Source: an optimization exercise on an open RTL-to-GDS flow (aim: small area). Production flows keep margins and buffers that such runs may drop. The RTL was checked by simulation tests, not by an equivalence proof against the original design. No activity file was given, so power comes from the tool's default toggle rates.

==> design/flow/design.v <==
module yx_cvt32 (
  input  wire        clk,
  input  wire        rst,         
  input  wire        in_valid,
  input  wire [31:0] in_bits,     
  input  wire [3:0]  in_code,     
  input  wire        in_ftz,      
  input  wire        in_sat,      
  output reg         out_valid,
  output reg  [31:0] out_bits,    
  output reg         out_sat,     
  output reg         out_flush    
);
  localparam [3:0] C_I4 = 4'h0, C_U4 = 4'h1, C_I8 = 4'h2, C_U8 = 4'h3,
                   C_F4 = 4'h4, C_E4M3 = 4'h5, C_E5M2 = 4'h6,
                   C_I16 = 4'hA, C_F16 = 4'hB, C_BF16 = 4'hC, C_F32 = 4'hD,
                   C_I32 = 4'hE;
  wire        s      = in_bits[31];
  wire [7:0]  ex     = in_bits[30:23];
  wire [22:0] man    = in_bits[22:0];
  wire        is_nan = (ex == 8'hFF) && (man != 23'd0);
  wire        is_inf = (ex == 8'hFF) && (man == 23'd0);
  wire        is_sub = (ex == 8'h00) && (man != 23'd0);
  wire        in_flushed = in_ftz && is_sub;                  
  wire        is_zero = ((ex == 8'h00) && (man == 23'd0)) || in_flushed;
  wire [23:0] sig = {ex != 8'h00, man};
  wire [7:0]  exf = (ex == 8'h00) ? 8'd1 : ex;
  reg         tgt_float;
  reg  [4:0]  mb;           
  reg  [8:0]  emin_b;       
  reg  [31:0] maxcode;
  reg  [31:0] nancode;
  reg  [31:0] infcode;
  reg         has_inf;
  reg         no_special;   
  reg  [4:0]  sbit;         
  reg  [31:0] ilo_mag;      
  reg  [31:0] ihi;          
  reg  [5:0]  iw;           
  always @(*) begin
    tgt_float = 1'b1; mb = 5'd0; emin_b = 9'd0; maxcode = 32'd0; nancode = 32'd0;
    infcode = 32'd0; has_inf = 1'b0; no_special = 1'b0; sbit = 5'd0;
    ilo_mag = 32'd0; ihi = 32'd0; iw = 6'd0;
    case (in_code)
      C_F4:   begin mb = 5'd1;  emin_b = 9'd127; maxcode = 32'h7;  no_special = 1'b1; sbit = 5'd3; end
      C_E4M3: begin mb = 5'd3;  emin_b = 9'd121; maxcode = 32'h7E; nancode = 32'h7F; sbit = 5'd7; end
      C_E5M2: begin mb = 5'd2;  emin_b = 9'd113; maxcode = 32'h7B; nancode = 32'h7E;
                    infcode = 32'h7C; has_inf = 1'b1; sbit = 5'd7; end
      C_F16:  begin mb = 5'd10; emin_b = 9'd113; maxcode = 32'h7BFF; nancode = 32'h7E00;
                    infcode = 32'h7C00; has_inf = 1'b1; sbit = 5'd15; end
      C_BF16: begin mb = 5'd7;  emin_b = 9'd1;   maxcode = 32'h7F7F; nancode = 32'h7FC0;
                    infcode = 32'h7F80; has_inf = 1'b1; sbit = 5'd15; end
      C_F32:  begin mb = 5'd23; emin_b = 9'd1;   maxcode = 32'h7F7FFFFF; nancode = 32'h7FC00000;
                    infcode = 32'h7F800000; has_inf = 1'b1; sbit = 5'd31; end
      C_I4:   begin tgt_float = 1'b0; ilo_mag = 32'd8;      ihi = 32'd7;      iw = 6'd4;  end
      C_U4:   begin tgt_float = 1'b0; ilo_mag = 32'd0;      ihi = 32'd15;     iw = 6'd4;  end
      C_I8:   begin tgt_float = 1'b0; ilo_mag = 32'd128;    ihi = 32'd127;    iw = 6'd8;  end
      C_U8:   begin tgt_float = 1'b0; ilo_mag = 32'd0;      ihi = 32'd255;    iw = 6'd8;  end
      C_I16:  begin tgt_float = 1'b0; ilo_mag = 32'd32768;  ihi = 32'd32767;  iw = 6'd16; end
      default: begin tgt_float = 1'b0; ilo_mag = 32'h80000000; ihi = 32'h7FFFFFFF; iw = 6'd32; end
    endcase
  end
  function [24:0] rne_shr(input [23:0] x, input [7:0] sh);
    reg [23:0] q;
    reg        g, st;
    reg [47:0] wide;
    begin
      if (sh == 8'd0) begin
        rne_shr = {1'b0, x};
      end else if (sh > 8'd25) begin
        rne_shr = 25'd0;
      end else begin
        wide = {x, 24'd0} >> sh;
        q    = wide[47:24];
        g    = wide[23];
        st   = |wide[22:0];
        rne_shr = {1'b0, q} + {24'd0, g & (st | q[0])};
      end
    end
  endfunction
  wire [8:0]  e_b     = {1'b0, exf};                           
  wire [8:0]  emax_b  = (e_b > emin_b) ? e_b : emin_b;          
  wire [8:0]  f_sh9   = emax_b - e_b + 9'd23 - {4'd0, mb};
  wire [7:0]  f_sh    = f_sh9[7:0];
  wire [24:0] f_r     = rne_shr(sig, f_sh);
  wire [8:0]  f_eoff  = emax_b - emin_b;                        
  wire [40:0] f_code  = ({32'd0, f_eoff} << mb) + {16'd0, f_r};
  wire [31:0] minnorm = 32'd1 << mb;
  reg [31:0] f_out;
  reg        f_sat, f_flush;
  always @(*) begin
    f_sat = 1'b0;
    f_flush = 1'b0;
    if (is_nan) begin
      if (no_special) begin f_out = 32'd0; f_sat = 1'b1; end
      else f_out = nancode;
    end else if (is_inf) begin
      if (in_sat || no_special) begin f_out = ({31'd0, s} << sbit) | maxcode; f_sat = 1'b1; end
      else if (!has_inf) begin f_out = nancode; f_sat = 1'b1; end
      else f_out = ({31'd0, s} << sbit) | infcode;
    end else if (is_zero) begin
      f_out = {31'd0, s} << sbit;
    end else if (f_code > {9'd0, maxcode}) begin
      f_sat = 1'b1;
      if (in_sat || no_special) f_out = ({31'd0, s} << sbit) | maxcode;
      else if (!has_inf) f_out = nancode;
      else f_out = ({31'd0, s} << sbit) | infcode;
    end else if (f_code == 41'd0) begin
      f_out = {31'd0, s} << sbit;
    end else if (in_ftz && !no_special && f_code < {9'd0, minnorm}) begin
      f_out = {31'd0, s} << sbit;
      f_flush = 1'b1;
    end else begin
      f_out = ({31'd0, s} << sbit) | f_code[31:0];
    end
  end
  reg [32:0] i_mag;
  reg        i_big;
  always @(*) begin
    i_big = 1'b0;
    if (exf >= 8'd150) begin
      if (exf > 8'd159) begin
        i_big = 1'b1;
        i_mag = 33'd0;
      end else begin
        i_mag = {9'd0, sig} << (exf - 8'd150);
      end
    end else begin
      i_mag = {8'd0, rne_shr(sig, 8'd150 - exf)};
    end
  end
  reg [31:0] i_out;
  reg        i_sat;
  always @(*) begin
    i_sat = 1'b0;
    if (is_nan) begin
      i_out = 32'd0; i_sat = 1'b1;
    end else if (is_inf) begin
      i_out = s ? (32'd0 - ilo_mag) : ihi; i_sat = 1'b1;
    end else if (is_zero) begin
      i_out = 32'd0;
    end else if (!s) begin
      if (i_big || i_mag > {1'b0, ihi}) begin i_out = ihi; i_sat = 1'b1; end
      else i_out = i_mag[31:0];
    end else begin
      if (i_big || i_mag > {1'b0, ilo_mag}) begin i_out = 32'd0 - ilo_mag; i_sat = 1'b1; end
      else i_out = 32'd0 - i_mag[31:0];
    end
    if (iw != 6'd32) i_out = i_out & ((32'd1 << iw) - 32'd1);
  end
  always @(posedge clk) begin
    if (rst)
      out_valid <= 1'b0;
    else
      out_valid <= in_valid;
    out_bits  <= tgt_float ? f_out : i_out;
    out_sat   <= tgt_float ? f_sat : i_sat;
    out_flush <= in_flushed | (tgt_float & f_flush);
  end
endmodule
==> design/flow/run.sh <==
#!/bin/bash
# synth_recipe.tcl (not shown) runs the flow's synth.tcl, then flattens the netlist and writes it again
# the make line also repeats each setting of config.mk as NAME=value (left out here)
make -C /OpenROAD-flow-scripts/flow DESIGN_CONFIG=/design/flow/config.mk WORK_HOME=/design/flow/orfs CLKGATE_MAP_FILE= SYNTH_SCRIPT=/design/flow/synth_recipe.tcl finish
==> design/flow/config.mk <==
export PLATFORM = sky130hd
export DESIGN_NAME = yx_cvt32
export DESIGN_NICKNAME = yx_cvt32
export VERILOG_FILES = /design/flow/design.v
export SDC_FILE = /design/flow/constraint.sdc
export NUM_CORES = 4
export LEC_CHECK = 0
export CAP_MARGIN = 20
export CORE_MARGIN = 2
export CORE_UTILIZATION = 40
export SETUP_SLACK_MARGIN = 1.0
export SLEW_MARGIN = 20
==> design/flow/constraint.sdc <==
create_clock -name core_clock -period 16.0 [get_ports {clk}]
set_input_delay 3.2000 -clock core_clock [delete_from_list [all_inputs] [get_ports {clk}]]
set_output_delay 3.2000 -clock core_clock [all_outputs]
set_load 0.01 [all_outputs]
==> flow_summary_export.csv <==
group,metric,value,unit
detailed_routing,vias_per_cell,6.94,
synthesis,synth_commonest_cells,"nand2_1 (277), nor2_1 (244), a21oi_1 (191)",
worst_setup_path,path_buf_inv,9,
synthesis,synth_xor_area_share,3.64,%
clocking,clk_path_buf_depth,2,
worst_setup_path,cp.required,16.17,ns
global_routing,grt_util_met1,48.2,%
global_routing,use_met3,8.34,%
pwr,totalPowerFinal,1.67,mW
detailed_routing,drc,0,
die,num_io_pins,76,
synthesis,syn_area,17100,µm²
global_routing,grt_overflow,0,
worst_setup_path,cp_data_arrival_time,14.95,ns
synthesis,synth_top_area_share,12.2,%
global_routing,busiest_layer,"met2",
synthesis,synth_top_area_cell,"ha_1",
worst_setup_path,cpMostUsedCell,"a21oi_2",
sta,setup-tns-final,0,ns
placement,hpwl,64700,µm
sta,hold_ws,3.48,ns
pwr,power_density,82.8,nW/µm²
die,die_x,211,µm
clocking,cts_root_buffer,"clkbuf_16",
sta,setup_slack,1.22,ns
status,outcome,"complete, no violations",
synthesis,synth_compound_area_share,35.0,%
clocking,clk_pin_slew,0.05,ns
worst_setup_path,critPathLaunchType,"input pin",
worst_setup_path,worstSetupPathDepth,63,
synthesis,synth_top_family_by_area,"compound AO/OA/AOI/OAI gates",
worst_setup_path,critPathTopFamily,"compound AO/OA/AOI/OAI gates",
sta,timing.fmax,67.6,MHz
global_routing,antenna_found_initial,1,
layout,area_delta_synth_final,17.8,%
die,rows,75,
worst_setup_path,end_kind,"register",
placement,io_buffers,75,
worst_setup_path,startpoint,"in_bits[26]",
worst_setup_path,cp-endpoint,"out_bits[2]",
die,core_area,42000,µm²
pwr,p_leak,8.31,nW
worst_setup_path,path_class,"in -> reg",
detailed_routing,drt-initial-drc-count,2695,
pwr,ir_worst_vdd,0.000125,V
synthesis,synth_seq_area_share,4.10,%
detailed_routing,vias,22363,
die,fp.dieArea,44400,µm²
synthesis,synth_fa_ha_area_share,13.0,%
detailed_routing,first_pass_iters,9,
detailed_routing,wl_per_cell,26.2,µm
sta,post-route-period-util,92.4,%
clocking,ctsHoldBuffers,0,
sta,max-slew-margin-rel,22.5,%
synthesis,yosys_register_bits,35,
sta,slew_violations,0,
synthesis,synth_enable_flop_cells,0,
sta,tightestPinTransition,1.16,ns
synthesis,synthFlopType,"dfxtp_1",
clocking,numCtsBuffers,5,
detailed_routing,final_antenna_net_count,0,
synthesis,synthTopCellsByArea,"ha_1 (12%), nand2_1 (6.1%), a21oi_1 (5.6%), o21ai_0 (5.4%), nor2_1 (5.4%)",
detailed_routing,wirelength,84400,µm
synthesis,synthCells,2571,
synthesis,avgSynthCellArea,6.64,µm²
global_routing,grtUsageMet2,57.3,%
sta,finalCriticalPeriod,14.78,ns
global_routing,grt_max_degree,65,
flow_run,cap_violations,0,
clocking,h-tree-depth,2,
placement,dp_slack,0.142,ns
synthesis,synth_cell_type_count,102,
worst_setup_path,max_stage_delay,0.56,ns
worst_setup_path,slowest_stage,"or4_4",
die,die_h,211,µm
synthesis,synth_mux_area_share,8.12,%
clocking,clock-sinks,35,
sta,finalSetupViolCount,0,
layout,drive_gt1_share,15.7,%
layout,fin_nets,2895,
min_path,min_path_type,"in -> reg",
global_routing,grt_pass1_wl,126000,µm
worst_setup_path,cp_max_fo,6,
global_routing,grt_usage,36.2,%
die,initial_core_util,40.6,%
sta,hold_viol_final,0,
sta,rsz0062_at_grt,"false",
synthesis,async_reset_ff_share,0,%
clocking,cts_tree,"yes",
synthesis,synth-simple-area-share,29.5,%
synthesis,yosys_warnings,1,
synthesis,synth_most_common_cell,"nand2_1",
placement,gp_congestion,1.03,
global_routing,grt_pass1_vias,20651,
area by class of cell:
cell class,instances,area [µm²]
repair buffers,258,2150
well taps,539,674
diodes,1,2.50
multi-input cells,2270,16000
clock inverters,3,43.8
clock buffers,5,125
fillers,4288,21900
flip-flops and latches,35,701
inverters,111,425
sequential cells by signal, summed over array words and instances (netlist names):
register	cells
out_flush	1
out_sat	1
out_bits	32
out_valid	1
per-layer routing:
layer	wire length [µm]	up-vias
met5	0	-
met4	3850	0
met3	9770	277
met2	36700	1511
met1	34000	10582
li1	-	9993
metrics by stage:
stage	util (%)	cells	area (µm²)
3_5_place_dp	45.1	3164	19000
3_3_place_gp	45.1	3164	18900
6_report	47.9	3222	20100
4_1_cts	46.1	3189	19400
5_1_grt	47.8	3221	20100
2_1_floorplan	-	2589	17300
worst min path at each step:
stage | start | to | slack (ns) | cells after the start
after global routing | rst | out_valid | 3.49 | 2
after CTS | rst | out_valid | 3.48 | 2
after detailed placement | rst | out_valid | 3.77 | 2
after floorplan | rst | out_valid | 3.27 | 1
final | rst | out_valid | 3.48 | 2
after global placement | rst | out_valid | 3.75 | 2
cell families (layout without fill, tap and decap cells):
family / count (synthesis) / in the layout
flops: 35 / 35
xor+xnor: 71 / 71
other cells: 2 / 21
mux: 103 / 103
simple gates: 1018 / 1018
compound gates: 885 / 885
buf+inv: 284 / 377
fa+ha+maj: 173 / 173
report_power, final:
part / total (mW) / internal, mW / switching, mW
Combinational: 1.45 / 0.551 / 0.897
Clock: 0.110 / 0.0734 / 0.0368
Sequential: 0.108 / 0.102 / 0.00600
what timing repair did:
action	CTS	global route
endpoints found under the hold margin	0	0
setup buffers	16	30
pin swaps	20	65
gates cloned	1	1
gates resized for setup	39	125
endpoints found under the setup margin	33	33
cell usage in the layout (no fill, tap or decap), types with 21 or more instances in the layout:
cell             Yosys  layout
dfxtp_1             35      35
o22ai_1             30      29
a31oi_1             39      34
and2_1              22      22
a211oi_1            48      42
or3_1               33      30
mux4_2              26      26
o211ai_1            29      29
nand4_1             64      64
nor2_1             244     240
ha_1               166     156
nor3_1              77      72
xnor2_1             45      44
nor4_1              43      39
buf_4                4     173
o21ai_0            185     167
nand2_1            277     272
mux2i_1             52      50
a21oi_1            191     177
clkdlybuf4s50_1      0      64
nand3_1             97      95
nand2b_1            21      21
o21a_1              47      46
nor2b_1             34      29
mux2_2              25      25
inv_1              100      94
xor2_1              26      24
a21o_1              51      51

afterwards: timing with drivers on the ports:
In the flow no input, the clock included, has a driving cell. The finished layout below was timed again as built, in two steps. Step 1 assumes that a clkbuf_16 drives the clock port and a buf_2 every other input. Step 2 moves the port delays by t, midway between the first and last clock arrival at a register: inputs arrive t later, outputs are due t later. That takes back most of the time a late clock gives input paths. Three values: ideal, step 1, step 2; two values: the first two.
shift t [ns]: 0.316
slack for setup (ns): 1.217 / 1.227 / 0.911
clock arrival spread, ns: 0.005 / 0.004
worst register clock-pin slew, ns: 0.06 / 0.06
pins driven straight from the clock port: 1
After both steps this run still meets setup and hold. For this run, drivers alone change the setup slack by +0.010 ns; drivers and shift together by -0.306 ns.
